This is an optimization exercise on Yosys and OpenROAD, whose aim is small area, a short achievable clock period and few clock cycles, not a production implementation. In this exercise RTL edits were held to simulation tests only and were not proved equivalent to the original.

## flow/design.v (module list and top-level ports; edited modules follow where they fit)
// module d8_mul12: 218 lines
// module d8_mul12h: 218 lines
// module d8_keep: 222 lines
// module d8_expand: 55 lines
// module d8_blend: 162 lines
module d8_blend (
    input  wire        clk,
    input  wire        rst,         
    input  wire        in_valid,
    output wire        in_ready,
    input  wire        in_first,    
    input  wire        in_last,     
    input  wire [29:0] in_bg,       
    input  wire        in_lay,      
    input  wire        in_solid,    
    input  wire [2:0]  in_fmt,      
    input  wire [1:0]  in_mode,     
    input  wire [11:0] in_pa,       
    input  wire [31:0] in_pix,      
    output reg         out_valid,
    input  wire        out_ready,
    output reg  [29:0] out_pix      
);
  // ...
==> flow/flow/run.sh <==
#!/bin/bash
# Own layout flow: the standard flow, with the timing repair aiming for a
# tighter setup margin than the design's 25 ns clock asks for, so that the
# achieved period shrinks. Constraints (clock period, I/O delays) unchanged.
export SETUP_SLACK_MARGIN=18.3
bash standard.sh > standard.log 2>&1
==> flow/standard.sh <==
#!/bin/bash
# synth_recipe.tcl (not shown) runs the flow's synth.tcl, then flattens the netlist and writes it again
# the make line also repeats each setting of config.mk as NAME=value (left out here)
make -C /OpenROAD-flow-scripts/flow DESIGN_CONFIG=/design/flow/config.mk WORK_HOME=/design/flow/orfs CLKGATE_MAP_FILE= SYNTH_SCRIPT=/design/flow/synth_recipe.tcl "${@:-finish}"
==> flow/config.mk <==
export PLATFORM = sky130hd
export DESIGN_NAME = d8_blend
export DESIGN_NICKNAME = d8_blend
export VERILOG_FILES = /design/flow/design.v
export SDC_FILE = /design/flow/constraint.sdc
export NUM_CORES = 4
export LEC_CHECK = 0
export ABC_AREA = 1
export CAP_MARGIN = 20
export CORE_MARGIN = 2
export CORE_UTILIZATION = 55
export SLEW_MARGIN = 20
==> flow/constraint.sdc <==
create_clock -name core_clock -period 25.0 [get_ports {clk}]
set_input_delay 5.0000 -clock core_clock [delete_from_list [all_inputs] [get_ports {clk}]]
set_output_delay 5.0000 -clock core_clock [all_outputs]
set_load 0.01 [all_outputs]
==> impl_metrics.py, run 1 <==
metrics = {
    "min_path": {
        "holdPathEnd": "s1_bg[11]",
        "hp-class": "flop to flop",
        "worstHoldStart": "s0_bg[11]",
    },
    "logic_synthesis": {
        "synth_top_area_frac": 0.2538,
        "syn_avg_cell_area_um2": 7.876,
        "synthArstFlopShare": 0,
        "synth_fp_nets": 6417,
    },
    "placed_design": {
        "place_congestion": 0.9730,
        "post_dp_cell_area_um2": 46450,
    },
    "drt": {
        "top_layer": "met4",
        "avgViaCountPerCell": 6.009,
        "drtPass1Iterations": 9,
        "avgRoutedWirePerCell_um": 21.39,
        "antenna_left": 0,
    },
    "layout": {
        "design_area_um2": 52340,
        "antennaDiodeCount": 2,
        "area_dominant_class": "multi-input gates",
        "inv_count": 1089,
        "largest_reg_flops": 32,
        "multi_input_cells": 3979,
    },
    "worst_setup_path": {
        "crit_buf_inv": 5,
    },
    "sta": {
        "fin_tns_setup_ns": 0,
        "max_freq_mhz": 146.4,
        "final-hold-violation-count": 0,
        "relSlewSlack": 0.3171,
    },
    "outcome": {
        "status": "finished clean",
    },
    "floorplan": {
        "std_cell_rows": 104,
        "start_util": 0.5536,
    },
    "clocking": {
        "worstSkewPairLatency_ns": 0.63,
        "clk_pin_slew_ns": 0.06,
        "numCtsBuffers": 45,
        "cts_setup_buffers": 80,
        "cts.sinks": 381,
    },
    "grt": {
        "overflow": 0,
        "use_met3": 0.06902,
    },
}
Testbench counts, summed over its fixed seeds: cycles 74,862.
==> module d8_expand, before the edit <==
module d8_expand (
    input  wire [2:0]  fmt,
    input  wire [31:0] pix,
    output reg  [11:0] a,
    output reg  [11:0] r,
    output reg  [11:0] g,
    output reg  [11:0] b
);
    always @(*) begin
        case (fmt)
            3'h0: begin  
                a = 12'hFFF;
                r = {pix[15:11], pix[15:11], pix[15:14]};
                g = {pix[10:5], pix[10:5]};
                b = {pix[4:0], pix[4:0], pix[4:3]};
            end
            3'h1: begin  
                a = {12{pix[15]}};
                r = {pix[14:10], pix[14:10], pix[14:13]};
                g = {pix[9:5], pix[9:5], pix[9:8]};
                b = {pix[4:0], pix[4:0], pix[4:3]};
            end
            3'h2: begin  
                a = {3{pix[15:12]}};
                r = {3{pix[11:8]}};
                g = {3{pix[7:4]}};
                b = {3{pix[3:0]}};
            end
            3'h3, 3'h4: begin  
                a = 12'hFFF;
                r = {pix[23:16], pix[23:20]};
                g = {pix[15:8], pix[15:12]};
                b = {pix[7:0], pix[7:4]};
            end
            3'h5: begin  
                a = {pix[31:24], pix[31:28]};
                r = {pix[23:16], pix[23:20]};
                g = {pix[15:8], pix[15:12]};
                b = {pix[7:0], pix[7:4]};
            end
            3'h6: begin  
                a = {6{pix[31:30]}};
                r = {pix[29:20], pix[29:28]};
                g = {pix[19:10], pix[19:18]};
                b = {pix[9:0], pix[9:8]};
            end
            default: begin  
                a = 12'hFFF;
                r = {pix[29:20], pix[29:28]};
                g = {pix[19:10], pix[19:18]};
                b = {pix[9:0], pix[9:8]};
            end
        endcase
    end
endmodule
==> module d8_blend, before the edit <==
module d8_blend (
    input  wire        clk,
    input  wire        rst,         
    input  wire        in_valid,
    output wire        in_ready,
    input  wire        in_first,    
    input  wire        in_last,     
    input  wire [29:0] in_bg,       
    input  wire        in_lay,      
    input  wire        in_solid,    
    input  wire [2:0]  in_fmt,      
    input  wire [1:0]  in_mode,     
    input  wire [11:0] in_pa,       
    input  wire [31:0] in_pix,      
    output reg         out_valid,
    input  wire        out_ready,
    output reg  [29:0] out_pix      
);
    localparam [1:0] MODE_OPAQUE  = 2'd0;
    localparam [1:0] MODE_PREMULT = 2'd1;
    reg  r1_v;           
    reg  adv;            
    assign in_ready = adv;
    reg        s0_v, s0_first, s0_last, s0_lay, s0_solid;
    reg [29:0] s0_bg;
    reg [2:0]  s0_fmt;
    reg [1:0]  s0_mode;
    reg [11:0] s0_pa;
    reg [31:0] s0_pix;
    always @(posedge clk) begin
        if (rst)
            s0_v <= 1'b0;
        else if (adv)
            s0_v <= in_valid;
    end
    always @(posedge clk) begin
        if (adv) begin
            s0_first <= in_first;
            s0_last  <= in_last;
            s0_lay   <= in_lay;
            s0_solid <= in_solid;
            s0_bg    <= in_bg;
            s0_fmt   <= in_fmt;
            s0_mode  <= in_mode;
            s0_pa    <= in_pa;
            s0_pix   <= in_pix;
        end
    end
    wire [11:0] px_a, px_r, px_g, px_b;
    d8_expand u_expand (
        .fmt (s0_solid ? 3'h6 : s0_fmt),    
        .pix (s0_pix),
        .a   (px_a),
        .r   (px_r),
        .g   (px_g),
        .b   (px_b)
    );
    wire [11:0] a_eff = (s0_mode == MODE_OPAQUE) ? 12'hFFF : px_a;
    wire [13:0] pa3   = {2'b00, s0_pa} + {1'b0, s0_pa, 1'b0};
    wire [11:0] ap;
    d8_mul12 u_ap (.d(a_eff), .m(s0_pa), .m3(pa3), .y(ap));
    wire [11:0] f = (s0_mode == MODE_PREMULT) ? s0_pa : ap;
    wire [13:0] r3 = {2'b00, px_r} + {1'b0, px_r, 1'b0};
    wire [13:0] g3 = {2'b00, px_g} + {1'b0, px_g, 1'b0};
    wire [13:0] b3 = {2'b00, px_b} + {1'b0, px_b, 1'b0};
    reg        s1_v, s1_first, s1_last;
    reg [29:0] s1_bg;
    reg [11:0] s1_r, s1_g, s1_b, s1_f, s1_ap;
    reg [13:0] s1_r3, s1_g3, s1_b3;
    always @(posedge clk) begin
        if (rst)
            s1_v <= 1'b0;
        else if (adv)
            s1_v <= s0_v;
    end
    always @(posedge clk) begin
        if (adv) begin
            s1_first <= s0_first;
            s1_last  <= s0_last;
            s1_bg    <= s0_bg;
            s1_r     <= px_r;
            s1_g     <= px_g;
            s1_b     <= px_b;
            s1_r3    <= r3;
            s1_g3    <= g3;
            s1_b3    <= b3;
            s1_f     <= s0_lay ? f  : 12'd0;
            s1_ap    <= s0_lay ? ap : 12'd0;
        end
    end
    wire [11:0] src_r, src_g, src_b;
    wire        srcc_r, srcc_g, srcc_b;
    d8_mul12h u_src_r (.d(s1_f), .m(s1_r), .m3(s1_r3), .h(src_r), .c(srcc_r));
    d8_mul12h u_src_g (.d(s1_f), .m(s1_g), .m3(s1_g3), .h(src_g), .c(srcc_g));
    d8_mul12h u_src_b (.d(s1_f), .m(s1_b), .m3(s1_b3), .h(src_b), .c(srcc_b));
    wire [11:0] inv  = 12'hFFF - s1_ap;
    wire [13:0] inv3 = {2'b00, inv} + {1'b0, inv, 1'b0};
    reg        s2_v, s2_last;
    reg [11:0] s2_src_r, s2_src_g, s2_src_b, s2_inv;
    reg        s2_srcc_r, s2_srcc_g, s2_srcc_b;
    reg [13:0] s2_inv3;
    always @(posedge clk) begin
        if (rst)
            s2_v <= 1'b0;
        else if (adv)
            s2_v <= s1_v;
    end
    always @(posedge clk) begin
        if (adv) begin
            s2_last  <= s1_last;
            s2_src_r <= src_r;
            s2_src_g <= src_g;
            s2_src_b <= src_b;
            s2_srcc_r <= srcc_r;
            s2_srcc_g <= srcc_g;
            s2_srcc_b <= srcc_b;
            s2_inv   <= inv;
            s2_inv3  <= inv3;
        end
    end
    reg  [11:0] dst_r, dst_g, dst_b;
    wire [11:0] bl_r, bl_g, bl_b;
    d8_keep u_keep_r (.d(dst_r), .m(s2_inv), .m3(s2_inv3), .src(s2_src_r), .srcc(s2_srcc_r), .y(bl_r));
    d8_keep u_keep_g (.d(dst_g), .m(s2_inv), .m3(s2_inv3), .src(s2_src_g), .srcc(s2_srcc_g), .y(bl_g));
    d8_keep u_keep_b (.d(dst_b), .m(s2_inv), .m3(s2_inv3), .src(s2_src_b), .srcc(s2_srcc_b), .y(bl_b));
    always @(posedge clk) begin
        if (adv) begin
            if (s1_v && s1_first) begin
                dst_r <= {s1_bg[29:20], s1_bg[29:28]};
                dst_g <= {s1_bg[19:10], s1_bg[19:18]};
                dst_b <= {s1_bg[9:0],   s1_bg[9:8]};
            end else if (s2_v) begin
                dst_r <= bl_r;
                dst_g <= bl_g;
                dst_b <= bl_b;
            end
        end
    end
    wire [29:0] res  = {bl_r[11:2], bl_g[11:2], bl_b[11:2]};
    wire        emit = adv && s2_v && s2_last;
    wire        hold = out_valid && !out_ready;
    reg  [29:0] r1_pix;
    always @(posedge clk) begin
        if (emit && !r1_v)
            r1_pix <= res;
    end
    always @(posedge clk) begin
        if (!hold)
            out_pix <= r1_v ? r1_pix : res;
    end
    always @(posedge clk) begin
        if (rst) begin
            out_valid <= 1'b0;
            r1_v      <= 1'b0;
            adv       <= 1'b1;
        end else begin
            out_valid <= hold || r1_v || emit;
            r1_v      <= r1_v ? hold : (emit && hold);
            adv       <= !(r1_v ? hold : (emit && hold));
        end
    end
endmodule
==> inputs of run 2 (changes only) <==
--- a/flow/design.v
+++ b/flow/design.v
@@ -209,11 +209,262 @@
     wire ma101 = ma_q4_13 ^ ma_q5_11;
     wire ma102 = ma_q4_13 & ma_q5_11;
-    wire [23:0] ra = {ma_q5_13, ma_q5_12, ma100, ma98, ma96, ma94, ma92, ma90, ma88, ma86, ma84, ma82, ma80, ma78, ma76, ma74, ma72, ma70, ma68, ma_q2_0, ma_q0_3, ma_q0_2, ma_q0_1, ma_q0_0};
-    wire [23:0] rb = {1'b0, ma102, ma101, ma99, ma97, ma95, ma93, ma91, ma89, ma87, ma85, ma83, ma81, ma79, ma77, ma75, ma73, ma71, ma69, ma67, ma_q1_1, ma_q1_0, 1'b0, 1'b0};
-    wire [23:0] t  = ra + rb;
-    wire [11:0] h  = t[23:12];
-    wire [12:0] hl = {1'b0, h} + {1'b0, t[11:0]};
-    wire [11:0] h1 = h + 12'd1;
-    assign y = hl[12] ? h1 : h;
+    wire ma103 = ma_q0_2 ^ ma_q1_0;
+    wire ma104 = ma_q0_2 & ma_q1_0;
+    wire ma105 = ma_q0_3 ^ ma_q1_1;
+    wire ma106 = ma_q0_3 & ma_q1_1;
+    wire ma107 = ma_q2_0 ^ ma67;
+    wire ma108 = ma_q2_0 & ma67;
+    wire ma109 = ma68 ^ ma69;
+    wire ma110 = ma68 & ma69;
+    wire ma111 = ma70 ^ ma71;
+    wire ma112 = ma70 & ma71;
+    wire ma113 = ma72 ^ ma73;
+    wire ma114 = ma72 & ma73;
+    wire ma115 = ma74 ^ ma75;
+    wire ma116 = ma74 & ma75;
+    wire ma117 = ma76 ^ ma77;
+    wire ma118 = ma76 & ma77;
+    wire ma119 = ma78 ^ ma79;
+    wire ma120 = ma78 & ma79;
+    wire ma121 = ma80 ^ ma81;
+    wire ma122 = ma80 & ma81;
+    wire ma123 = ma82 ^ ma83;
+    wire ma124 = ma82 & ma83;
+    wire ma125 = ma84 ^ ma85;
+    wire ma126 = ma84 & ma85;
+    wire ma127 = ma86 ^ ma87;
+    wire ma128 = ma86 & ma87;
+    wire ma129 = ma88 ^ ma89;
+    wire ma130 = ma88 & ma89;
+    wire ma131 = ma90 ^ ma91;
+    wire ma132 = ma90 & ma91;
+    wire ma133 = ma92 ^ ma93;
+    wire ma134 = ma92 & ma93;
+    wire ma135 = ma94 ^ ma95;
+    wire ma136 = ma94 & ma95;
+    wire ma137 = ma96 ^ ma97;
+    wire ma138 = ma96 & ma97;
+    wire ma139 = ma98 ^ ma99;
+    wire ma140 = ma98 & ma99;
+    wire ma141 = ma100 ^ ma101;
+    wire ma142 = ma100 & ma101;
+    wire ma143 = ma_q5_12 ^ ma102;
+    wire ma144 = ma_q5_12 & ma102;
+    wire ma145 = 1'b0 | (ma_q0_1 & 1'b0);
+    wire ma146 = ma_q0_1 & ma_q0_0;
+    wire ma147 = ma106 | (ma105 & ma104);
+    wire ma148 = ma105 & ma103;
+    wire ma149 = ma110 | (ma109 & ma108);
+    wire ma150 = ma109 & ma107;
+    wire ma151 = ma114 | (ma113 & ma112);
+    wire ma152 = ma113 & ma111;
+    wire ma153 = ma118 | (ma117 & ma116);
+    wire ma154 = ma117 & ma115;
+    wire ma155 = ma122 | (ma121 & ma120);
+    wire ma156 = ma121 & ma119;
+    wire ma157 = ma126 | (ma125 & ma124);
+    wire ma158 = ma125 & ma123;
+    wire ma159 = ma130 | (ma129 & ma128);
+    wire ma160 = ma129 & ma127;
+    wire ma161 = ma134 | (ma133 & ma132);
+    wire ma162 = ma133 & ma131;
+    wire ma163 = ma138 | (ma137 & ma136);
+    wire ma164 = ma137 & ma135;
+    wire ma165 = ma142 | (ma141 & ma140);
+    wire ma166 = ma141 & ma139;
+    wire ma167 = 1'b0 | (ma_q5_13 & ma144);
+    wire ma168 = ma_q5_13 & ma143;
+    wire ma169 = ma104 | (ma103 & ma145);
+    wire ma170 = ma103 & ma146;
+    wire ma171 = ma147 | (ma148 & ma145);
+    wire ma172 = ma148 & ma146;
+    wire ma173 = ma112 | (ma111 & ma149);
+    wire ma174 = ma111 & ma150;
+    wire ma175 = ma151 | (ma152 & ma149);
+    wire ma176 = ma152 & ma150;
+    wire ma177 = ma120 | (ma119 & ma153);
+    wire ma178 = ma119 & ma154;
+    wire ma179 = ma155 | (ma156 & ma153);
+    wire ma180 = ma156 & ma154;
+    wire ma181 = ma128 | (ma127 & ma157);
+    wire ma182 = ma127 & ma158;
+    wire ma183 = ma159 | (ma160 & ma157);
+    wire ma184 = ma160 & ma158;
+    wire ma185 = ma136 | (ma135 & ma161);
+    wire ma186 = ma135 & ma162;
+    wire ma187 = ma163 | (ma164 & ma161);
+    wire ma188 = ma164 & ma162;
+    wire ma189 = ma144 | (ma143 & ma165);
+    wire ma190 = ma143 & ma166;
+    wire ma191 = ma167 | (ma168 & ma165);
+    wire ma192 = ma168 & ma166;
+    wire ma193 = ma108 | (ma107 & ma171);
+    wire ma194 = ma107 & ma172;
+    wire ma195 = ma149 | (ma150 & ma171);
+    wire ma196 = ma150 & ma172;
+    wire ma197 = ma173 | (ma174 & ma171);
+    wire ma198 = ma174 & ma172;
+    wire ma199 = ma175 | (ma176 & ma171);
+    wire ma200 = ma176 & ma172;
+    wire ma201 = ma124 | (ma123 & ma179);
+    wire ma202 = ma123 & ma180;
+    wire ma203 = ma157 | (ma158 & ma179);
+    wire ma204 = ma158 & ma180;
+    wire ma205 = ma181 | (ma182 & ma179);
+    wire ma206 = ma182 & ma180;
+    wire ma207 = ma183 | (ma184 & ma179);
+    wire ma208 = ma184 & ma180;
+    wire ma209 = ma140 | (ma139 & ma187);
+    wire ma210 = ma139 & ma188;
+    wire ma211 = ma165 | (ma166 & ma187);
+    wire ma212 = ma166 & ma188;
+    wire ma213 = ma189 | (ma190 & ma187);
+    wire ma214 = ma190 & ma188;
+    wire ma215 = ma191 | (ma192 & ma187);
+    wire ma216 = ma192 & ma188;
+    wire ma217 = ma116 | (ma115 & ma199);
+    wire ma218 = ma115 & ma200;
+    wire ma219 = ma153 | (ma154 & ma199);
+    wire ma220 = ma154 & ma200;
+    wire ma221 = ma177 | (ma178 & ma199);
+    wire ma222 = ma178 & ma200;
+    wire ma223 = ma179 | (ma180 & ma199);
+    wire ma224 = ma180 & ma200;
+    wire ma225 = ma201 | (ma202 & ma199);
+    wire ma226 = ma202 & ma200;
+    wire ma227 = ma203 | (ma204 & ma199);
+    wire ma228 = ma204 & ma200;
+    wire ma229 = ma205 | (ma206 & ma199);
+    wire ma230 = ma206 & ma200;
+    wire ma231 = ma207 | (ma208 & ma199);
+    wire ma232 = ma208 & ma200;
+    wire ma233 = ma132 | (ma131 & ma231);
+    wire ma234 = ma131 & ma232;
+    wire ma235 = ma161 | (ma162 & ma231);
+    wire ma236 = ma162 & ma232;
+    wire ma237 = ma185 | (ma186 & ma231);
+    wire ma238 = ma186 & ma232;
+    wire ma239 = ma187 | (ma188 & ma231);
+    wire ma240 = ma188 & ma232;
+    wire ma241 = ma209 | (ma210 & ma231);
+    wire ma242 = ma210 & ma232;
+    wire ma243 = ma211 | (ma212 & ma231);
+    wire ma244 = ma212 & ma232;
+    wire ma245 = ma213 | (ma214 & ma231);
+    wire ma246 = ma214 & ma232;
+    wire ma247 = ma215 | (ma216 & ma231);
+    wire ma248 = ma216 & ma232;
+    wire ma249 = ma_q0_1 ^ 1'b0;
+    wire ma250 = ma103 ^ ma145;
+    wire ma251 = ma105 ^ ma169;
+    wire ma252 = ma107 ^ ma171;
+    wire ma253 = ma109 ^ ma193;
+    wire ma254 = ma111 ^ ma195;
+    wire ma255 = ma113 ^ ma197;
+    wire ma256 = ma115 ^ ma199;
+    wire ma257 = ma117 ^ ma217;
+    wire ma258 = ma119 ^ ma219;
+    wire ma259 = ma121 ^ ma221;
+    wire ma260 = ma123 ^ ma223;
+    wire ma261 = ma125 ^ ma225;
+    wire ma262 = ma127 ^ ma227;
+    wire ma263 = ma129 ^ ma229;
+    wire ma264 = ma131 ^ ma231;
+    wire ma265 = ma133 ^ ma233;
+    wire ma266 = ma135 ^ ma235;
+    wire ma267 = ma137 ^ ma237;
+    wire ma268 = ma139 ^ ma239;
+    wire ma269 = ma141 ^ ma241;
+    wire ma270 = ma143 ^ ma243;
+    wire ma271 = ma_q5_13 ^ ma245;
+    wire ma272 = ma260 & ma_q0_0;
+    wire ma273 = ma260 | ma_q0_0;
+    wire ma274 = ma261 & ma249;
+    wire ma275 = ma261 | ma249;
+    wire ma276 = ma262 & ma250;
+    wire ma277 = ma262 | ma250;
+    wire ma278 = ma263 & ma251;
+    wire ma279 = ma263 | ma251;
+    wire ma280 = ma264 & ma252;
+    wire ma281 = ma264 | ma252;
+    wire ma282 = ma265 & ma253;
+    wire ma283 = ma265 | ma253;
+    wire ma284 = ma266 & ma254;
+    wire ma285 = ma266 | ma254;
+    wire ma286 = ma267 & ma255;
+    wire ma287 = ma267 | ma255;
+    wire ma288 = ma268 & ma256;
+    wire ma289 = ma268 | ma256;
+    wire ma290 = ma269 & ma257;
+    wire ma291 = ma269 | ma257;
+    wire ma292 = ma270 & ma258;
+    wire ma293 = ma270 | ma258;
+    wire ma294 = ma271 & ma259;
+    wire ma295 = ma271 | ma259;
+    wire ma296 = ma274 | (ma275 & ma272);
+    wire ma297 = ma275 & ma273;
+    wire ma298 = ma278 | (ma279 & ma276);
+    wire ma299 = ma279 & ma277;
+    wire ma300 = ma282 | (ma283 & ma280);
+    wire ma301 = ma283 & ma281;
+    wire ma302 = ma286 | (ma287 & ma284);
+    wire ma303 = ma287 & ma285;
+    wire ma304 = ma290 | (ma291 & ma288);
+    wire ma305 = ma291 & ma289;
+    wire ma306 = ma294 | (ma295 & ma292);
+    wire ma307 = ma295 & ma293;
+    wire ma308 = ma276 | (ma277 & ma296);
+    wire ma309 = ma277 & ma297;
+    wire ma310 = ma298 | (ma299 & ma296);
+    wire ma311 = ma299 & ma297;
+    wire ma312 = ma284 | (ma285 & ma300);
+    wire ma313 = ma285 & ma301;
+    wire ma314 = ma302 | (ma303 & ma300);
+    wire ma315 = ma303 & ma301;
+    wire ma316 = ma292 | (ma293 & ma304);
+    wire ma317 = ma293 & ma305;
+    wire ma318 = ma306 | (ma307 & ma304);
+    wire ma319 = ma307 & ma305;
+    wire ma320 = ma280 | (ma281 & ma310);
+    wire ma321 = ma281 & ma311;
+    wire ma322 = ma300 | (ma301 & ma310);
+    wire ma323 = ma301 & ma311;
+    wire ma324 = ma312 | (ma313 & ma310);
+    wire ma325 = ma313 & ma311;
+    wire ma326 = ma314 | (ma315 & ma310);
+    wire ma327 = ma315 & ma311;
+    wire ma328 = ma288 | (ma289 & ma326);
+    wire ma329 = ma289 & ma327;
+    wire ma330 = ma304 | (ma305 & ma326);
+    wire ma331 = ma305 & ma327;
+    wire ma332 = ma316 | (ma317 & ma326);
+    wire ma333 = ma317 & ma327;
+    wire ma334 = ma318 | (ma319 & ma326);
+    wire ma335 = ma319 & ma327;
+    wire ma336 = ma260 ^ (ma334 & 1'b1);
+    wire ma337 = 1'b1 & ma260;
+    wire ma338 = ma261 ^ (ma334 & ma337);
+    wire ma339 = ma337 & ma261;
+    wire ma340 = ma262 ^ (ma334 & ma339);
+    wire ma341 = ma339 & ma262;
+    wire ma342 = ma263 ^ (ma334 & ma341);
+    wire ma343 = ma341 & ma263;
+    wire ma344 = ma264 ^ (ma334 & ma343);
+    wire ma345 = ma343 & ma264;
+    wire ma346 = ma265 ^ (ma334 & ma345);
+    wire ma347 = ma345 & ma265;
+    wire ma348 = ma266 ^ (ma334 & ma347);
+    wire ma349 = ma347 & ma266;
+    wire ma350 = ma267 ^ (ma334 & ma349);
+    wire ma351 = ma349 & ma267;
+    wire ma352 = ma268 ^ (ma334 & ma351);
+    wire ma353 = ma351 & ma268;
+    wire ma354 = ma269 ^ (ma334 & ma353);
+    wire ma355 = ma353 & ma269;
+    wire ma356 = ma270 ^ (ma334 & ma355);
+    wire ma357 = ma355 & ma270;
+    wire ma358 = ma271 ^ (ma334 & ma357);
+    wire ma359 = ma357 & ma271;
+    assign y = {ma358, ma356, ma354, ma352, ma350, ma348, ma346, ma344, ma342, ma340, ma338, ma336};
 endmodule
 module d8_mul12h (
@@ -428,10 +679,239 @@
     wire mh101 = mh_q4_13 ^ mh_q5_11;
     wire mh102 = mh_q4_13 & mh_q5_11;
-    wire [23:0] ra = {mh_q5_13, mh_q5_12, mh100, mh98, mh96, mh94, mh92, mh90, mh88, mh86, mh84, mh82, mh80, mh78, mh76, mh74, mh72, mh70, mh68, mh_q2_0, mh_q0_3, mh_q0_2, mh_q0_1, mh_q0_0};
-    wire [23:0] rb = {1'b0, mh102, mh101, mh99, mh97, mh95, mh93, mh91, mh89, mh87, mh85, mh83, mh81, mh79, mh77, mh75, mh73, mh71, mh69, mh67, mh_q1_1, mh_q1_0, 1'b0, 1'b0};
-    wire [23:0] t  = ra + rb;
-    wire [12:0] hl = {1'b0, t[23:12]} + {1'b0, t[11:0]};
-    assign h = t[23:12];
-    assign c = hl[12];
+    wire mh103 = mh_q0_2 ^ mh_q1_0;
+    wire mh104 = mh_q0_2 & mh_q1_0;
+    wire mh105 = mh_q0_3 ^ mh_q1_1;
+    wire mh106 = mh_q0_3 & mh_q1_1;
+    wire mh107 = mh_q2_0 ^ mh67;
+    wire mh108 = mh_q2_0 & mh67;
+    wire mh109 = mh68 ^ mh69;
+    wire mh110 = mh68 & mh69;
+    wire mh111 = mh70 ^ mh71;
+    wire mh112 = mh70 & mh71;
+    wire mh113 = mh72 ^ mh73;
+    wire mh114 = mh72 & mh73;
+    wire mh115 = mh74 ^ mh75;
+    wire mh116 = mh74 & mh75;
+    wire mh117 = mh76 ^ mh77;
+    wire mh118 = mh76 & mh77;
+    wire mh119 = mh78 ^ mh79;
+    wire mh120 = mh78 & mh79;
+    wire mh121 = mh80 ^ mh81;
+    wire mh122 = mh80 & mh81;
+    wire mh123 = mh82 ^ mh83;
+    wire mh124 = mh82 & mh83;
+    wire mh125 = mh84 ^ mh85;
+    wire mh126 = mh84 & mh85;
+    wire mh127 = mh86 ^ mh87;
+    wire mh128 = mh86 & mh87;
+    wire mh129 = mh88 ^ mh89;
+    wire mh130 = mh88 & mh89;
+    wire mh131 = mh90 ^ mh91;
+    wire mh132 = mh90 & mh91;
+    wire mh133 = mh92 ^ mh93;
+    wire mh134 = mh92 & mh93;
+    wire mh135 = mh94 ^ mh95;
+    wire mh136 = mh94 & mh95;
+    wire mh137 = mh96 ^ mh97;
+    wire mh138 = mh96 & mh97;
+    wire mh139 = mh98 ^ mh99;
+    wire mh140 = mh98 & mh99;
+    wire mh141 = mh100 ^ mh101;
+    wire mh142 = mh100 & mh101;
+    wire mh143 = mh_q5_12 ^ mh102;
+    wire mh144 = mh_q5_12 & mh102;
+    wire mh145 = 1'b0 | (mh_q0_1 & 1'b0);
+    wire mh146 = mh_q0_1 & mh_q0_0;
+    wire mh147 = mh106 | (mh105 & mh104);
+    wire mh148 = mh105 & mh103;
+    wire mh149 = mh110 | (mh109 & mh108);
+    wire mh150 = mh109 & mh107;
+    wire mh151 = mh114 | (mh113 & mh112);
+    wire mh152 = mh113 & mh111;
+    wire mh153 = mh118 | (mh117 & mh116);
+    wire mh154 = mh117 & mh115;
+    wire mh155 = mh122 | (mh121 & mh120);
+    wire mh156 = mh121 & mh119;
+    wire mh157 = mh126 | (mh125 & mh124);
+    wire mh158 = mh125 & mh123;
+    wire mh159 = mh130 | (mh129 & mh128);
+    wire mh160 = mh129 & mh127;
+    wire mh161 = mh134 | (mh133 & mh132);
+    wire mh162 = mh133 & mh131;
+    wire mh163 = mh138 | (mh137 & mh136);
+    wire mh164 = mh137 & mh135;
+    wire mh165 = mh142 | (mh141 & mh140);
+    wire mh166 = mh141 & mh139;
+    wire mh167 = 1'b0 | (mh_q5_13 & mh144);
+    wire mh168 = mh_q5_13 & mh143;
+    wire mh169 = mh104 | (mh103 & mh145);
+    wire mh170 = mh103 & mh146;
+    wire mh171 = mh147 | (mh148 & mh145);
+    wire mh172 = mh148 & mh146;
+    wire mh173 = mh112 | (mh111 & mh149);
+    wire mh174 = mh111 & mh150;
+    wire mh175 = mh151 | (mh152 & mh149);
+    wire mh176 = mh152 & mh150;
+    wire mh177 = mh120 | (mh119 & mh153);
+    wire mh178 = mh119 & mh154;
+    wire mh179 = mh155 | (mh156 & mh153);
+    wire mh180 = mh156 & mh154;
+    wire mh181 = mh128 | (mh127 & mh157);
+    wire mh182 = mh127 & mh158;
+    wire mh183 = mh159 | (mh160 & mh157);
+    wire mh184 = mh160 & mh158;
+    wire mh185 = mh136 | (mh135 & mh161);
+    wire mh186 = mh135 & mh162;
+    wire mh187 = mh163 | (mh164 & mh161);
+    wire mh188 = mh164 & mh162;
+    wire mh189 = mh144 | (mh143 & mh165);
+    wire mh190 = mh143 & mh166;
+    wire mh191 = mh167 | (mh168 & mh165);
+    wire mh192 = mh168 & mh166;
+    wire mh193 = mh108 | (mh107 & mh171);
+    wire mh194 = mh107 & mh172;
+    wire mh195 = mh149 | (mh150 & mh171);
+    wire mh196 = mh150 & mh172;
+    wire mh197 = mh173 | (mh174 & mh171);
+    wire mh198 = mh174 & mh172;
+    wire mh199 = mh175 | (mh176 & mh171);
+    wire mh200 = mh176 & mh172;
+    wire mh201 = mh124 | (mh123 & mh179);
+    wire mh202 = mh123 & mh180;
+    wire mh203 = mh157 | (mh158 & mh179);
+    wire mh204 = mh158 & mh180;
+    wire mh205 = mh181 | (mh182 & mh179);
+    wire mh206 = mh182 & mh180;
+    wire mh207 = mh183 | (mh184 & mh179);
+    wire mh208 = mh184 & mh180;
+    wire mh209 = mh140 | (mh139 & mh187);
+    wire mh210 = mh139 & mh188;
+    wire mh211 = mh165 | (mh166 & mh187);
+    wire mh212 = mh166 & mh188;
+    wire mh213 = mh189 | (mh190 & mh187);
+    wire mh214 = mh190 & mh188;
+    wire mh215 = mh191 | (mh192 & mh187);
+    wire mh216 = mh192 & mh188;
+    wire mh217 = mh116 | (mh115 & mh199);
+    wire mh218 = mh115 & mh200;
+    wire mh219 = mh153 | (mh154 & mh199);
+    wire mh220 = mh154 & mh200;
+    wire mh221 = mh177 | (mh178 & mh199);
+    wire mh222 = mh178 & mh200;
+    wire mh223 = mh179 | (mh180 & mh199);
+    wire mh224 = mh180 & mh200;
+    wire mh225 = mh201 | (mh202 & mh199);
+    wire mh226 = mh202 & mh200;
+    wire mh227 = mh203 | (mh204 & mh199);
+    wire mh228 = mh204 & mh200;
+    wire mh229 = mh205 | (mh206 & mh199);
+    wire mh230 = mh206 & mh200;
+    wire mh231 = mh207 | (mh208 & mh199);
+    wire mh232 = mh208 & mh200;
+    wire mh233 = mh132 | (mh131 & mh231);
+    wire mh234 = mh131 & mh232;
+    wire mh235 = mh161 | (mh162 & mh231);
+    wire mh236 = mh162 & mh232;
+    wire mh237 = mh185 | (mh186 & mh231);
+    wire mh238 = mh186 & mh232;
+    wire mh239 = mh187 | (mh188 & mh231);
+    wire mh240 = mh188 & mh232;
+    wire mh241 = mh209 | (mh210 & mh231);
+    wire mh242 = mh210 & mh232;
+    wire mh243 = mh211 | (mh212 & mh231);
+    wire mh244 = mh212 & mh232;
+    wire mh245 = mh213 | (mh214 & mh231);
+    wire mh246 = mh214 & mh232;
+    wire mh247 = mh215 | (mh216 & mh231);
+    wire mh248 = mh216 & mh232;
+    wire mh249 = mh_q0_1 ^ 1'b0;
+    wire mh250 = mh103 ^ mh145;
+    wire mh251 = mh105 ^ mh169;
+    wire mh252 = mh107 ^ mh171;
+    wire mh253 = mh109 ^ mh193;
+    wire mh254 = mh111 ^ mh195;
+    wire mh255 = mh113 ^ mh197;
+    wire mh256 = mh115 ^ mh199;
+    wire mh257 = mh117 ^ mh217;
+    wire mh258 = mh119 ^ mh219;
+    wire mh259 = mh121 ^ mh221;
+    wire mh260 = mh123 ^ mh223;
+    wire mh261 = mh125 ^ mh225;
+    wire mh262 = mh127 ^ mh227;
+    wire mh263 = mh129 ^ mh229;
+    wire mh264 = mh131 ^ mh231;
+    wire mh265 = mh133 ^ mh233;
+    wire mh266 = mh135 ^ mh235;
+    wire mh267 = mh137 ^ mh237;
+    wire mh268 = mh139 ^ mh239;
+    wire mh269 = mh141 ^ mh241;
+    wire mh270 = mh143 ^ mh243;
+    wire mh271 = mh_q5_13 ^ mh245;
+    wire mh272 = mh260 & mh_q0_0;
+    wire mh273 = mh260 | mh_q0_0;
+    wire mh274 = mh261 & mh249;
+    wire mh275 = mh261 | mh249;
+    wire mh276 = mh262 & mh250;
+    wire mh277 = mh262 | mh250;
+    wire mh278 = mh263 & mh251;
+    wire mh279 = mh263 | mh251;
+    wire mh280 = mh264 & mh252;
+    wire mh281 = mh264 | mh252;
+    wire mh282 = mh265 & mh253;
+    wire mh283 = mh265 | mh253;
+    wire mh284 = mh266 & mh254;
+    wire mh285 = mh266 | mh254;
+    wire mh286 = mh267 & mh255;
+    wire mh287 = mh267 | mh255;
+    wire mh288 = mh268 & mh256;
+    wire mh289 = mh268 | mh256;
+    wire mh290 = mh269 & mh257;
+    wire mh291 = mh269 | mh257;
+    wire mh292 = mh270 & mh258;
+    wire mh293 = mh270 | mh258;
+    wire mh294 = mh271 & mh259;
+    wire mh295 = mh271 | mh259;
+    wire mh296 = mh274 | (mh275 & mh272);
+    wire mh297 = mh275 & mh273;
+    wire mh298 = mh278 | (mh279 & mh276);
+    wire mh299 = mh279 & mh277;
+    wire mh300 = mh282 | (mh283 & mh280);
+    wire mh301 = mh283 & mh281;
+    wire mh302 = mh286 | (mh287 & mh284);
+    wire mh303 = mh287 & mh285;
+    wire mh304 = mh290 | (mh291 & mh288);
+    wire mh305 = mh291 & mh289;
+    wire mh306 = mh294 | (mh295 & mh292);
+    wire mh307 = mh295 & mh293;
+    wire mh308 = mh276 | (mh277 & mh296);
+    wire mh309 = mh277 & mh297;
+    wire mh310 = mh298 | (mh299 & mh296);
+    wire mh311 = mh299 & mh297;
+    wire mh312 = mh284 | (mh285 & mh300);
+    wire mh313 = mh285 & mh301;
+    wire mh314 = mh302 | (mh303 & mh300);
+    wire mh315 = mh303 & mh301;
+    wire mh316 = mh292 | (mh293 & mh304);
+    wire mh317 = mh293 & mh305;
+    wire mh318 = mh306 | (mh307 & mh304);
+    wire mh319 = mh307 & mh305;
+    wire mh320 = mh280 | (mh281 & mh310);
+    wire mh321 = mh281 & mh311;
+    wire mh322 = mh300 | (mh301 & mh310);
+    wire mh323 = mh301 & mh311;
+    wire mh324 = mh312 | (mh313 & mh310);
+    wire mh325 = mh313 & mh311;
+    wire mh326 = mh314 | (mh315 & mh310);
+    wire mh327 = mh315 & mh311;
+    wire mh328 = mh288 | (mh289 & mh326);
+    wire mh329 = mh289 & mh327;
+    wire mh330 = mh304 | (mh305 & mh326);
+    wire mh331 = mh305 & mh327;
+    wire mh332 = mh316 | (mh317 & mh326);
+    wire mh333 = mh317 & mh327;
+    wire mh334 = mh318 | (mh319 & mh326);
+    wire mh335 = mh319 & mh327;
+    assign h = {mh271, mh270, mh269, mh268, mh267, mh266, mh265, mh264, mh263, mh262, mh261, mh260};
+    assign c = mh334;
 endmodule
 module d8_keep (
@@ -647,68 +1127,340 @@
     wire ka101 = ka_q4_13 ^ ka_q5_11;
     wire ka102 = ka_q4_13 & ka_q5_11;
-    wire [23:0] ra = {ka_q5_13, ka_q5_12, ka100, ka98, ka96, ka94, ka92, ka90, ka88, ka86, ka84, ka82, ka80, ka78, ka76, ka74, ka72, ka70, ka68, ka_q2_0, ka_q0_3, ka_q0_2, ka_q0_1, ka_q0_0};
-    wire [23:0] rb = {1'b0, ka102, ka101, ka99, ka97, ka95, ka93, ka91, ka89, ka87, ka85, ka83, ka81, ka79, ka77, ka75, ka73, ka71, ka69, ka67, ka_q1_1, ka_q1_0, 1'b0, 1'b0};
-    wire [23:0] t  = ra + rb;
-    wire [11:0] h  = t[23:12];
-    wire [12:0] hl = {1'b0, h} + {1'b0, t[11:0]};
+    wire ka103 = ka_q0_2 ^ ka_q1_0;
+    wire ka104 = ka_q0_2 & ka_q1_0;
+    wire ka105 = ka_q0_3 ^ ka_q1_1;
+    wire ka106 = ka_q0_3 & ka_q1_1;
+    wire ka107 = ka_q2_0 ^ ka67;
+    wire ka108 = ka_q2_0 & ka67;
+    wire ka109 = ka68 ^ ka69;
+    wire ka110 = ka68 & ka69;
+    wire ka111 = ka70 ^ ka71;
+    wire ka112 = ka70 & ka71;
+    wire ka113 = ka72 ^ ka73;
+    wire ka114 = ka72 & ka73;
+    wire ka115 = ka74 ^ ka75;
+    wire ka116 = ka74 & ka75;
+    wire ka117 = ka76 ^ ka77;
+    wire ka118 = ka76 & ka77;
+    wire ka119 = ka78 ^ ka79;
+    wire ka120 = ka78 & ka79;
+    wire ka121 = ka80 ^ ka81;
+    wire ka122 = ka80 & ka81;
+    wire ka123 = ka82 ^ ka83;
+    wire ka124 = ka82 & ka83;
+    wire ka125 = ka84 ^ ka85;
+    wire ka126 = ka84 & ka85;
+    wire ka127 = ka86 ^ ka87;
+    wire ka128 = ka86 & ka87;
+    wire ka129 = ka88 ^ ka89;
+    wire ka130 = ka88 & ka89;
+    wire ka131 = ka90 ^ ka91;
+    wire ka132 = ka90 & ka91;
+    wire ka133 = ka92 ^ ka93;
+    wire ka134 = ka92 & ka93;
+    wire ka135 = ka94 ^ ka95;
+    wire ka136 = ka94 & ka95;
+    wire ka137 = ka96 ^ ka97;
+    wire ka138 = ka96 & ka97;
+    wire ka139 = ka98 ^ ka99;
+    wire ka140 = ka98 & ka99;
+    wire ka141 = ka100 ^ ka101;
+    wire ka142 = ka100 & ka101;
+    wire ka143 = ka_q5_12 ^ ka102;
+    wire ka144 = ka_q5_12 & ka102;
+    wire ka145 = 1'b0 | (ka_q0_1 & 1'b0);
+    wire ka146 = ka104 | (ka103 & 1'b0);
+    wire ka147 = ka103 & ka_q0_1;
+    wire ka148 = ka106 | (ka105 & ka104);
+    wire ka149 = ka105 & ka103;
+    wire ka150 = ka108 | (ka107 & ka106);
+    wire ka151 = ka107 & ka105;
+    wire ka152 = ka110 | (ka109 & ka108);
+    wire ka153 = ka109 & ka107;
+    wire ka154 = ka112 | (ka111 & ka110);
+    wire ka155 = ka111 & ka109;
+    wire ka156 = ka114 | (ka113 & ka112);
+    wire ka157 = ka113 & ka111;
+    wire ka158 = ka116 | (ka115 & ka114);
+    wire ka159 = ka115 & ka113;
+    wire ka160 = ka118 | (ka117 & ka116);
+    wire ka161 = ka117 & ka115;
+    wire ka162 = ka120 | (ka119 & ka118);
+    wire ka163 = ka119 & ka117;
+    wire ka164 = ka122 | (ka121 & ka120);
+    wire ka165 = ka121 & ka119;
+    wire ka166 = ka124 | (ka123 & ka122);
+    wire ka167 = ka123 & ka121;
+    wire ka168 = ka126 | (ka125 & ka124);
+    wire ka169 = ka125 & ka123;
+    wire ka170 = ka128 | (ka127 & ka126);
+    wire ka171 = ka127 & ka125;
+    wire ka172 = ka130 | (ka129 & ka128);
+    wire ka173 = ka129 & ka127;
+    wire ka174 = ka132 | (ka131 & ka130);
+    wire ka175 = ka131 & ka129;
+    wire ka176 = ka134 | (ka133 & ka132);
+    wire ka177 = ka133 & ka131;
+    wire ka178 = ka136 | (ka135 & ka134);
+    wire ka179 = ka135 & ka133;
+    wire ka180 = ka138 | (ka137 & ka136);
+    wire ka181 = ka137 & ka135;
+    wire ka182 = ka140 | (ka139 & ka138);
+    wire ka183 = ka139 & ka137;
+    wire ka184 = ka142 | (ka141 & ka140);
+    wire ka185 = ka141 & ka139;
+    wire ka186 = ka144 | (ka143 & ka142);
+    wire ka187 = ka143 & ka141;
+    wire ka188 = 1'b0 | (ka_q5_13 & ka144);
+    wire ka189 = ka_q5_13 & ka143;
+    wire ka190 = ka146 | (ka147 & 1'b0);
+    wire ka191 = ka148 | (ka149 & ka145);
+    wire ka192 = ka150 | (ka151 & ka146);
+    wire ka193 = ka151 & ka147;
+    wire ka194 = ka152 | (ka153 & ka148);
+    wire ka195 = ka153 & ka149;
+    wire ka196 = ka154 | (ka155 & ka150);
+    wire ka197 = ka155 & ka151;
+    wire ka198 = ka156 | (ka157 & ka152);
+    wire ka199 = ka157 & ka153;
+    wire ka200 = ka158 | (ka159 & ka154);
+    wire ka201 = ka159 & ka155;
+    wire ka202 = ka160 | (ka161 & ka156);
+    wire ka203 = ka161 & ka157;
+    wire ka204 = ka162 | (ka163 & ka158);
+    wire ka205 = ka163 & ka159;
+    wire ka206 = ka164 | (ka165 & ka160);
+    wire ka207 = ka165 & ka161;
+    wire ka208 = ka166 | (ka167 & ka162);
+    wire ka209 = ka167 & ka163;
+    wire ka210 = ka168 | (ka169 & ka164);
+    wire ka211 = ka169 & ka165;
+    wire ka212 = ka170 | (ka171 & ka166);
+    wire ka213 = ka171 & ka167;
+    wire ka214 = ka172 | (ka173 & ka168);
+    wire ka215 = ka173 & ka169;
+    wire ka216 = ka174 | (ka175 & ka170);
+    wire ka217 = ka175 & ka171;
+    wire ka218 = ka176 | (ka177 & ka172);
+    wire ka219 = ka177 & ka173;
+    wire ka220 = ka178 | (ka179 & ka174);
+    wire ka221 = ka179 & ka175;
+    wire ka222 = ka180 | (ka181 & ka176);
+    wire ka223 = ka181 & ka177;
+    wire ka224 = ka182 | (ka183 & ka178);
+    wire ka225 = ka183 & ka179;
+    wire ka226 = ka184 | (ka185 & ka180);
+    wire ka227 = ka185 & ka181;
+    wire ka228 = ka186 | (ka187 & ka182);
+    wire ka229 = ka187 & ka183;
+    wire ka230 = ka188 | (ka189 & ka184);
+    wire ka231 = ka189 & ka185;
+    wire ka232 = ka192 | (ka193 & 1'b0);
+    wire ka233 = ka194 | (ka195 & ka145);
+    wire ka234 = ka196 | (ka197 & ka190);
+    wire ka235 = ka198 | (ka199 & ka191);
+    wire ka236 = ka200 | (ka201 & ka192);
+    wire ka237 = ka201 & ka193;
+    wire ka238 = ka202 | (ka203 & ka194);
+    wire ka239 = ka203 & ka195;
+    wire ka240 = ka204 | (ka205 & ka196);
+    wire ka241 = ka205 & ka197;
+    wire ka242 = ka206 | (ka207 & ka198);
+    wire ka243 = ka207 & ka199;
+    wire ka244 = ka208 | (ka209 & ka200);
+    wire ka245 = ka209 & ka201;
+    wire ka246 = ka210 | (ka211 & ka202);
+    wire ka247 = ka211 & ka203;
+    wire ka248 = ka212 | (ka213 & ka204);
+    wire ka249 = ka213 & ka205;
+    wire ka250 = ka214 | (ka215 & ka206);
+    wire ka251 = ka215 & ka207;
+    wire ka252 = ka216 | (ka217 & ka208);
+    wire ka253 = ka217 & ka209;
+    wire ka254 = ka218 | (ka219 & ka210);
+    wire ka255 = ka219 & ka211;
+    wire ka256 = ka220 | (ka221 & ka212);
+    wire ka257 = ka221 & ka213;
+    wire ka258 = ka222 | (ka223 & ka214);
+    wire ka259 = ka223 & ka215;
+    wire ka260 = ka224 | (ka225 & ka216);
+    wire ka261 = ka225 & ka217;
+    wire ka262 = ka226 | (ka227 & ka218);
+    wire ka263 = ka227 & ka219;
+    wire ka264 = ka228 | (ka229 & ka220);
+    wire ka265 = ka229 & ka221;
+    wire ka266 = ka230 | (ka231 & ka222);
+    wire ka267 = ka231 & ka223;
+    wire ka268 = ka236 | (ka237 & 1'b0);
+    wire ka269 = ka238 | (ka239 & ka145);
+    wire ka270 = ka240 | (ka241 & ka190);
+    wire ka271 = ka242 | (ka243 & ka191);
+    wire ka272 = ka244 | (ka245 & ka232);
+    wire ka273 = ka246 | (ka247 & ka233);
+    wire ka274 = ka248 | (ka249 & ka234);
+    wire ka275 = ka250 | (ka251 & ka235);
+    wire ka276 = ka252 | (ka253 & ka236);
+    wire ka277 = ka253 & ka237;
+    wire ka278 = ka254 | (ka255 & ka238);
+    wire ka279 = ka255 & ka239;
+    wire ka280 = ka256 | (ka257 & ka240);
+    wire ka281 = ka257 & ka241;
+    wire ka282 = ka258 | (ka259 & ka242);
+    wire ka283 = ka259 & ka243;
+    wire ka284 = ka260 | (ka261 & ka244);
+    wire ka285 = ka261 & ka245;
+    wire ka286 = ka262 | (ka263 & ka246);
+    wire ka287 = ka263 & ka247;
+    wire ka288 = ka264 | (ka265 & ka248);
+    wire ka289 = ka265 & ka249;
+    wire ka290 = ka266 | (ka267 & ka250);
+    wire ka291 = ka267 & ka251;
+    wire ka292 = ka276 | (ka277 & 1'b0);
+    wire ka293 = ka278 | (ka279 & ka145);
+    wire ka294 = ka280 | (ka281 & ka190);
+    wire ka295 = ka282 | (ka283 & ka191);
+    wire ka296 = ka284 | (ka285 & ka232);
+    wire ka297 = ka286 | (ka287 & ka233);
+    wire ka298 = ka288 | (ka289 & ka234);
+    wire ka299 = ka290 | (ka291 & ka235);
+    wire ka300 = ka_q0_1 ^ 1'b0;
+    wire ka301 = ka103 ^ ka145;
+    wire ka302 = ka105 ^ ka190;
+    wire ka303 = ka107 ^ ka191;
+    wire ka304 = ka109 ^ ka232;
+    wire ka305 = ka111 ^ ka233;
+    wire ka306 = ka113 ^ ka234;
+    wire ka307 = ka115 ^ ka235;
+    wire ka308 = ka117 ^ ka268;
+    wire ka309 = ka119 ^ ka269;
+    wire ka310 = ka121 ^ ka270;
+    wire ka311 = ka123 ^ ka271;
+    wire ka312 = ka125 ^ ka272;
+    wire ka313 = ka127 ^ ka273;
+    wire ka314 = ka129 ^ ka274;
+    wire ka315 = ka131 ^ ka275;
+    wire ka316 = ka133 ^ ka292;
+    wire ka317 = ka135 ^ ka293;
+    wire ka318 = ka137 ^ ka294;
+    wire ka319 = ka139 ^ ka295;
+    wire ka320 = ka141 ^ ka296;
+    wire ka321 = ka143 ^ ka297;
+    wire ka322 = ka_q5_13 ^ ka298;
+    wire ka323 = ka311 & ka_q0_0;
+    wire ka324 = ka311 | ka_q0_0;
+    wire ka325 = ka312 & ka300;
+    wire ka326 = ka312 | ka300;
+    wire ka327 = ka313 & ka301;
+    wire ka328 = ka313 | ka301;
+    wire ka329 = ka314 & ka302;
+    wire ka330 = ka314 | ka302;
+    wire ka331 = ka315 & ka303;
+    wire ka332 = ka315 | ka303;
+    wire ka333 = ka316 & ka304;
+    wire ka334 = ka316 | ka304;
+    wire ka335 = ka317 & ka305;
+    wire ka336 = ka317 | ka305;
+    wire ka337 = ka318 & ka306;
+    wire ka338 = ka318 | ka306;
+    wire ka339 = ka319 & ka307;
+    wire ka340 = ka319 | ka307;
+    wire ka341 = ka320 & ka308;
+    wire ka342 = ka320 | ka308;
+    wire ka343 = ka321 & ka309;
+    wire ka344 = ka321 | ka309;
+    wire ka345 = ka322 & ka310;
+    wire ka346 = ka322 | ka310;
+    wire ka347 = ka325 | (ka326 & ka323);
+    wire ka348 = ka327 | (ka328 & ka325);
+    wire ka349 = ka328 & ka326;
+    wire ka350 = ka329 | (ka330 & ka327);
+    wire ka351 = ka330 & ka328;
+    wire ka352 = ka331 | (ka332 & ka329);
+    wire ka353 = ka332 & ka330;
+    wire ka354 = ka333 | (ka334 & ka331);
+    wire ka355 = ka334 & ka332;
+    wire ka356 = ka335 | (ka336 & ka333);
+    wire ka357 = ka336 & ka334;
+    wire ka358 = ka337 | (ka338 & ka335);
+    wire ka359 = ka338 & ka336;
+    wire ka360 = ka339 | (ka340 & ka337);
+    wire ka361 = ka340 & ka338;
+    wire ka362 = ka341 | (ka342 & ka339);
+    wire ka363 = ka342 & ka340;
+    wire ka364 = ka343 | (ka344 & ka341);
+    wire ka365 = ka344 & ka342;
+    wire ka366 = ka345 | (ka346 & ka343);
+    wire ka367 = ka346 & ka344;
+    wire ka368 = ka348 | (ka349 & ka323);
+    wire ka369 = ka350 | (ka351 & ka347);
+    wire ka370 = ka352 | (ka353 & ka348);
+    wire ka371 = ka353 & ka349;
+    wire ka372 = ka354 | (ka355 & ka350);
+    wire ka373 = ka355 & ka351;
+    wire ka374 = ka356 | (ka357 & ka352);
+    wire ka375 = ka357 & ka353;
+    wire ka376 = ka358 | (ka359 & ka354);
+    wire ka377 = ka359 & ka355;
+    wire ka378 = ka360 | (ka361 & ka356);
+    wire ka379 = ka361 & ka357;
+    wire ka380 = ka362 | (ka363 & ka358);
+    wire ka381 = ka363 & ka359;
+    wire ka382 = ka364 | (ka365 & ka360);
+    wire ka383 = ka365 & ka361;
+    wire ka384 = ka366 | (ka367 & ka362);
+    wire ka385 = ka367 & ka363;
+    wire ka386 = ka370 | (ka371 & ka323);
+    wire ka387 = ka372 | (ka373 & ka347);
+    wire ka388 = ka374 | (ka375 & ka368);
+    wire ka389 = ka376 | (ka377 & ka369);
+    wire ka390 = ka378 | (ka379 & ka370);
+    wire ka391 = ka379 & ka371;
+    wire ka392 = ka380 | (ka381 & ka372);
+    wire ka393 = ka381 & ka373;
+    wire ka394 = ka382 | (ka383 & ka374);
+    wire ka395 = ka383 & ka375;
+    wire ka396 = ka384 | (ka385 & ka376);
+    wire ka397 = ka385 & ka377;
+    wire ka398 = ka390 | (ka391 & ka323);
+    wire ka399 = ka392 | (ka393 & ka347);
+    wire ka400 = ka394 | (ka395 & ka368);
+    wire ka401 = ka396 | (ka397 & ka369);
+    wire [11:0] h = {ka322, ka321, ka320, ka319, ka318, ka317, ka316, ka315, ka314, ka313, ka312, ka311};
+    wire        c = ka401;
     wire [12:0] s0 = {1'b0, src} + {1'b0, h} + {12'd0, srcc};
     wire [12:0] s1 = {1'b0, src} + {1'b0, h} + {12'd0, srcc} + 13'd1;
-    wire [12:0] s  = hl[12] ? s1 : s0;
-    assign y = s[12] ? 12'hFFF : s[11:0];
+    wire [11:0] y0 = s0[12] ? 12'hFFF : s0[11:0];
+    wire [11:0] y1 = s1[12] ? 12'hFFF : s1[11:0];
+    assign y = c ? y1 : y0;
 endmodule
 module d8_expand (
-    input  wire [2:0]  fmt,
+    input  wire [4:0]  ca,
+    input  wire [4:0]  cc,
     input  wire [31:0] pix,
-    output reg  [11:0] a,
-    output reg  [11:0] r,
-    output reg  [11:0] g,
-    output reg  [11:0] b
+    output wire [11:0] a,
+    output wire [11:0] r,
+    output wire [11:0] g,
+    output wire [11:0] b
 );
-    always @(*) begin
-        case (fmt)
-            3'h0: begin  
-                a = 12'hFFF;
-                r = {pix[15:11], pix[15:11], pix[15:14]};
-                g = {pix[10:5], pix[10:5]};
-                b = {pix[4:0], pix[4:0], pix[4:3]};
-            end
-            3'h1: begin  
-                a = {12{pix[15]}};
-                r = {pix[14:10], pix[14:10], pix[14:13]};
-                g = {pix[9:5], pix[9:5], pix[9:8]};
-                b = {pix[4:0], pix[4:0], pix[4:3]};
-            end
-            3'h2: begin  
-                a = {3{pix[15:12]}};
-                r = {3{pix[11:8]}};
-                g = {3{pix[7:4]}};
-                b = {3{pix[3:0]}};
-            end
-            3'h3, 3'h4: begin  
-                a = 12'hFFF;
-                r = {pix[23:16], pix[23:20]};
-                g = {pix[15:8], pix[15:12]};
-                b = {pix[7:0], pix[7:4]};
-            end
-            3'h5: begin  
-                a = {pix[31:24], pix[31:28]};
-                r = {pix[23:16], pix[23:20]};
-                g = {pix[15:8], pix[15:12]};
-                b = {pix[7:0], pix[7:4]};
-            end
-            3'h6: begin  
-                a = {6{pix[31:30]}};
-                r = {pix[29:20], pix[29:28]};
-                g = {pix[19:10], pix[19:18]};
-                b = {pix[9:0], pix[9:8]};
-            end
-            default: begin  
-                a = 12'hFFF;
-                r = {pix[29:20], pix[29:28]};
-                g = {pix[19:10], pix[19:18]};
-                b = {pix[9:0], pix[9:8]};
-            end
-        endcase
-    end
+    assign a = ({12{ca[0]}} & 12'hFFF)
+             | ({12{ca[1]}} & {12{pix[15]}})
+             | ({12{ca[2]}} & {6{pix[31:30]}})
+             | ({12{ca[3]}} & {3{pix[15:12]}})
+             | ({12{ca[4]}} & {pix[31:24], pix[31:28]});
+    assign r = ({12{cc[0]}} & {pix[15:11], pix[15:11], pix[15:14]})
+             | ({12{cc[1]}} & {pix[14:10], pix[14:10], pix[14:13]})
+             | ({12{cc[2]}} & {3{pix[11:8]}})
+             | ({12{cc[3]}} & {pix[23:16], pix[23:20]})
+             | ({12{cc[4]}} & {pix[29:20], pix[29:28]});
+    assign g = ({12{cc[0]}} & {pix[10:5], pix[10:5]})
+             | ({12{cc[1]}} & {pix[9:5], pix[9:5], pix[9:8]})
+             | ({12{cc[2]}} & {3{pix[7:4]}})
+             | ({12{cc[3]}} & {pix[15:8], pix[15:12]})
+             | ({12{cc[4]}} & {pix[19:10], pix[19:18]});
+    assign b = ({12{cc[0]}} & {pix[4:0], pix[4:0], pix[4:3]})
+             | ({12{cc[1]}} & {pix[4:0], pix[4:0], pix[4:3]})
+             | ({12{cc[2]}} & {3{pix[3:0]}})
+             | ({12{cc[3]}} & {pix[7:0], pix[7:4]})
+             | ({12{cc[4]}} & {pix[9:0], pix[9:8]});
 endmodule
 module d8_blend (
@@ -735,9 +1487,23 @@
     reg  adv;            
     assign in_ready = adv;
-    reg        s0_v, s0_first, s0_last, s0_lay, s0_solid;
+    wire [2:0] fmt_in = in_solid ? 3'h6 : in_fmt;    
+    wire       opq_in = (in_mode == MODE_OPAQUE);
+    wire [4:0] ca_in, cc_in;
+    assign ca_in[0] = in_valid && in_lay && (opq_in || fmt_in == 3'h0 || fmt_in == 3'h3 ||
+                                 fmt_in == 3'h4 || fmt_in == 3'h7);
+    assign ca_in[1] = in_valid && in_lay && !opq_in && fmt_in == 3'h1;
+    assign ca_in[2] = in_valid && in_lay && !opq_in && fmt_in == 3'h6;
+    assign ca_in[3] = in_valid && in_lay && !opq_in && fmt_in == 3'h2;
+    assign ca_in[4] = in_valid && in_lay && !opq_in && fmt_in == 3'h5;
+    assign cc_in[0] = fmt_in == 3'h0;
+    assign cc_in[1] = fmt_in == 3'h1;
+    assign cc_in[2] = fmt_in == 3'h2;
+    assign cc_in[3] = fmt_in == 3'h3 || fmt_in == 3'h4 || fmt_in == 3'h5;
+    assign cc_in[4] = fmt_in == 3'h6 || fmt_in == 3'h7;
+    reg        s0_v, s0_first, s0_last, s0_pm;
+    reg [4:0]  s0_ca, s0_cc;
     reg [29:0] s0_bg;
-    reg [2:0]  s0_fmt;
-    reg [1:0]  s0_mode;
     reg [11:0] s0_pa;
+    reg [13:0] s0_pa3;       
     reg [31:0] s0_pix;
     always @(posedge clk) begin
@@ -751,10 +1517,10 @@
             s0_first <= in_first;
             s0_last  <= in_last;
-            s0_lay   <= in_lay;
-            s0_solid <= in_solid;
+            s0_pm    <= in_valid && in_lay && in_mode == MODE_PREMULT;
+            s0_ca    <= ca_in;
+            s0_cc    <= cc_in;
             s0_bg    <= in_bg;
-            s0_fmt   <= in_fmt;
-            s0_mode  <= in_mode;
             s0_pa    <= in_pa;
+            s0_pa3   <= {2'b00, in_pa} + {1'b0, in_pa, 1'b0};
             s0_pix   <= in_pix;
         end
@@ -762,5 +1528,6 @@
     wire [11:0] px_a, px_r, px_g, px_b;
     d8_expand u_expand (
-        .fmt (s0_solid ? 3'h6 : s0_fmt),    
+        .ca  (s0_ca),
+        .cc  (s0_cc),
         .pix (s0_pix),
         .a   (px_a),
@@ -769,9 +1536,7 @@
         .b   (px_b)
     );
-    wire [11:0] a_eff = (s0_mode == MODE_OPAQUE) ? 12'hFFF : px_a;
-    wire [13:0] pa3   = {2'b00, s0_pa} + {1'b0, s0_pa, 1'b0};
     wire [11:0] ap;
-    d8_mul12 u_ap (.d(a_eff), .m(s0_pa), .m3(pa3), .y(ap));
-    wire [11:0] f = (s0_mode == MODE_PREMULT) ? s0_pa : ap;
+    d8_mul12 u_ap (.d(px_a), .m(s0_pa), .m3(s0_pa3), .y(ap));
+    wire [11:0] f = s0_pm ? s0_pa : ap;
     wire [13:0] r3 = {2'b00, px_r} + {1'b0, px_r, 1'b0};
     wire [13:0] g3 = {2'b00, px_g} + {1'b0, px_g, 1'b0};
@@ -798,6 +1563,6 @@
             s1_g3    <= g3;
             s1_b3    <= b3;
-            s1_f     <= s0_lay ? f  : 12'd0;
-            s1_ap    <= s0_lay ? ap : 12'd0;
+            s1_f     <= f;
+            s1_ap    <= ap;
         end
     end
@@ -843,5 +1608,5 @@
                 dst_g <= {s1_bg[19:10], s1_bg[19:18]};
                 dst_b <= {s1_bg[9:0],   s1_bg[9:8]};
-            end else if (s2_v) begin
+            end else begin
                 dst_r <= bl_r;
                 dst_g <= bl_g;
==> flow/flow/run.sh (replaced) <==
#!/bin/bash
# Own layout flow: the standard flow, with the timing repair aiming for a
# tighter setup margin than the design's 25 ns clock asks for, so that the
# achieved period shrinks. Constraints (clock period, I/O delays) unchanged.
export SETUP_SLACK_MARGIN=18.6
bash standard.sh > standard.log 2>&1
==> run 2 against run 1 <==
  * Core utilization rose by 1.2 points
  * Critical path depth is 4 lower
  * Critical endpoint is now dst_r[9]
  * Hold slack got worse by 0.0085 ns
  * Non-clock buffer count up 24
  * First-iteration DRC count up 10%
  * Die area about the same
  * Flip-flop and latch count rose by 17
  * Wire length is 0.42% higher
  * Sequential share of layout area rose by 0.57 points
  * Largest cell class unchanged
==> impl_metrics.py, run 2 <==
metrics = {
    "outcome": {
        "status": "finished clean",
    },
    "layout": {
        "final_layout_size_suffix_gt1_frac": 0.1737,
        "syn2layout_area_growth_pct": 20.06,
        "antennaDiodeCount": 0,
        "layout_commonest_cell": "nand2_1",
        "regMostFlops": "s0_pix",
        "finish.net_count": 6671,
        "largest_reg_flops": 32,
        "fin_util": 0.6649,
        "final_cell_mix": "nand2_1 (1184), inv_1 (893), edfxtp_1 (392)",
        "design_area_um2": 53290,
        "fill_cells": 6857,
    },
    "logic_synthesis": {
        "ys_seq_elements": 398,
        "synth_area_leaders": "edfxtp_1 (27%), fa_1 (14%), nand2_1 (11%)",
        "synth_top_cells_by_count": "nand2_1 (1312), inv_1 (949), nor2_1 (432), edfxtp_1 (392), a21oi_1 (379)",
        "synthFlopType": "edfxtp_1",
        "synth_top_area_cell": "edfxtp_1",
        "yosysWarnings": 1,
        "synth.most_common_cell": "nand2_1",
        "synth_seq_area_share": 0.2679,
        "syn_area_um2": 44390,
        "syn_inst": 5720,
        "synth_top_area_frac": 0.2652,
        "synth_fp_nets": 6438,
        "synthArstFlopShare": 0,
        "synth_cell_types": 62,
        "synth_edf_count": 392,
        "syn_avg_cell_area_um2": 7.760,
    },
    "worst_setup_path": {
        "r2r_slack_ns": 18.47,
        "crit_path_end_kind": "flop",
        "r2r_end": "dst_r[9]",
        "critPathKind": "flop to flop",
        "cp.depth": 31,
        "cp.required_ns": 25.37,
        "crit_top_cell": "nand2_1",
        "slowest_delay_ns": 0.57,
        "start_kind": "flop",
        "reg2reg_from": "s2_inv3[8]",
        "slowest_stage": "fa_1",
        "crit_buf_inv": 4,
        "critPathTopFamily": "adder cells",
        "cp.arrival_ns": 6.91,
        "reg2reg_depth": 31,
        "cp_max_fo": 6,
    },
    "drt": {
        "avgRoutedWirePerCell_um": 21.21,
        "antenna_left": 0,
        "via_count": 42430,
        "drt-initial-drc-count": 4762,
        "drt-total-wl_mm": 149.5,
        "drc": 0,
        "drtPass1Iterations": 7,
        "avgViaCountPerCell": 6.019,
    },
    "clocking": {
        "clk_pin_slew_ns": 0.07,
        "htree_levels": 2,
        "ctsLongestPathBuffers": 3,
        "numCtsBuffers": 47,
        "hold_buffers": 0,
        "cts-root-buf": "clkbuf_16",
        "cts_tree": "yes",
        "cts.sinks": 398,
        "worstSkewPairLatency_ns": 0.64,
    },
    "placed_design": {
        "place_congestion": 1.004,
        "post_dp_cell_area_um2": 46390,
        "hpwlAfterDp_mm": 108.0,
        "io_buffers": 118,
    },
    "floorplan": {
        "core_area_um2": 80160,
        "start_util": 0.5538,
        "die_x_um": 288.1,
        "io_pins": 119,
        "std_cell_rows": 104,
        "die_h_um": 288.1,
        "die_area_um2": 82990,
    },
    "sta": {
        "fin_crit_ns": 6.534,
        "slew_violations": 0,
        "relSlewSlack": 0.2679,
        "post-route-period-util": 0.2614,
        "final-hold-violation-count": 0,
        "rsz0062_at_grt": "true",
        "finalSetupViolCount": 0,
        "fin_skew_ns": 0.06770,
        "tightest_slew_ns": 1.094,
        "max_freq_mhz": 153.0,
        "fin_tns_setup_ns": 0,
    },
    "min_path": {
        "holdPathEnd": "s1_bg[10]",
        "min_path_cells": 0,
        "worstHoldStart": "s0_bg[10]",
        "hp-class": "flop to flop",
    },
    "grt": {
        "grtUsageTotal": 0.3458,
        "antenna_found_initial": 1,
        "grt_pass1_wl_mm": 224.1,
        "grt_start_max_net_pins": 171,
        "grt_pass1_vias": 39380,
        "overflow": 0,
    },
    "run": {
        "maxCapViolations": 0,
    },
}
[run 2: what timing repair did]
item                       CTS  global route
gates cloned                 3             4
setup endpoints to repair  156           132
pin swaps                   39           240
resized for setup          307           596
buffers inserted            93           138
[run 2: area by class of cell]
class / count / area, um^2 / area share
Multi-Input combinational cell: 4128 / 31220 / 0.5857
Inverter: 987 / 3846 / 0.07217
Clock inverter: 24 / 357.8 / 0.006715
Timing Repair Buffer: 388 / 3364 / 0.06313
Sequential cell: 398 / 11900 / 0.2232
Clock buffer: 60 / 1265 / 0.02374
Timing Repair inverter: 3 / 22.52 / 0.0004226
Tap cell: 1060 / 1326 / 0.02489
[run 2: stage by stage]
| stage | cells | setup WS (ns) | hold slack [ns] |
|---|---|---|---|
| after floorplan | 5720 | 17.47 | 0.4003 |
| after global placement | 6725 | 17.35 | 0.4014 |
| after detailed placement | 6726 | 17.27 | 0.4054 |
| after CTS | 6906 | 18.58 | 0.4099 |
| after global routing | 7048 | 18.20 | 0.4241 |
| final | 7048 | 18.47 | 0.4096 |
[run 2: per-layer routing]
layer	part of all wire	global-route usage	wire [um]	vias up
met5	0.000047	0	7	-
met4	0.053	0.1554	7980	2
met1	0.40	0.4635	60170	19760
li1	-	-	-	19670
met3	0.095	0.06458	14140	579
met2	0.45	0.5456	67180	2417
[run 2: kinds of logic after synthesis]
kind of cell             Yosys count  share of synthesized area
AND/OR/NAND/NOR                 2322                     0.2219
buffers and inverters           1197                     0.1031
AO/OA/AOI/OAI                   1033                     0.1495
XOR/XNOR                         139                    0.02853
adder cells (fa/ha/maj)          631                     0.2291
flip-flops                       398                     0.2679
[run 2: worst max-delay path by stage]
| stage | startpoint | end | slack, ns |
|---|---|---|---|
| 3_5_place_dp | s2_inv[8] | r1_pix[2] | 17.27 |
| 5_1_grt | s2_inv3[9] | dst_r[9] | 18.20 |
| 6_report | s2_inv3[8] | dst_r[9] | 18.47 |
| 3_3_place_gp | s2_inv[8] | r1_pix[5] | 17.35 |
| 2_1_floorplan | adv | in_ready | 17.47 |
| 4_1_cts | in_pa[1] | s0_pa3[11] | 18.58 |
[run 2: worst register-to-register path: cells and delay by family (launching register included)]
| family | cells | cell delay [ns] |
|---|---|---|
| fa+ha+maj | 5 | 2.28 |
| simple gates | 17 | 2.05 |
| buf+inv | 4 | 0.59 |
| compound gates | 3 | 0.45 |
| flops | 1 | 0.44 |
| xor+xnor | 2 | 0.42 |
Testbench counts of run 2, summed over its fixed seeds: cycles 74,862.

re-timing with driven ports:
In the flow no input, the clock included, has a driving cell. The finished layouts below were timed again as built, in two steps. Step 1 assumes that a clkbuf_16 drives the clock port and a buf_2 every other input. Step 2 moves the port delays by t, midway between the first and last clock arrival at a register: inputs arrive t later, outputs are due t later. That takes back most of the time a late clock gives input paths. a / b / c = ideal ports / drivers / drivers and shift; a / b = the first two.
run | shift t [ns] | slack for setup (ns) | hold slack, ns
run 1 | 0.671 | 18.169 / 18.169 / 18.169 | 0.418 / 0.418 / 0.418
run 2 | 0.678 | 18.466 / 18.466 / 18.032 | 0.410 / 0.410 / 0.410
After both steps every run listed still meets setup and hold. For run 2, which loses most, drivers alone change the setup slack by 0.000 ns; drivers and shift together by -0.434 ns.
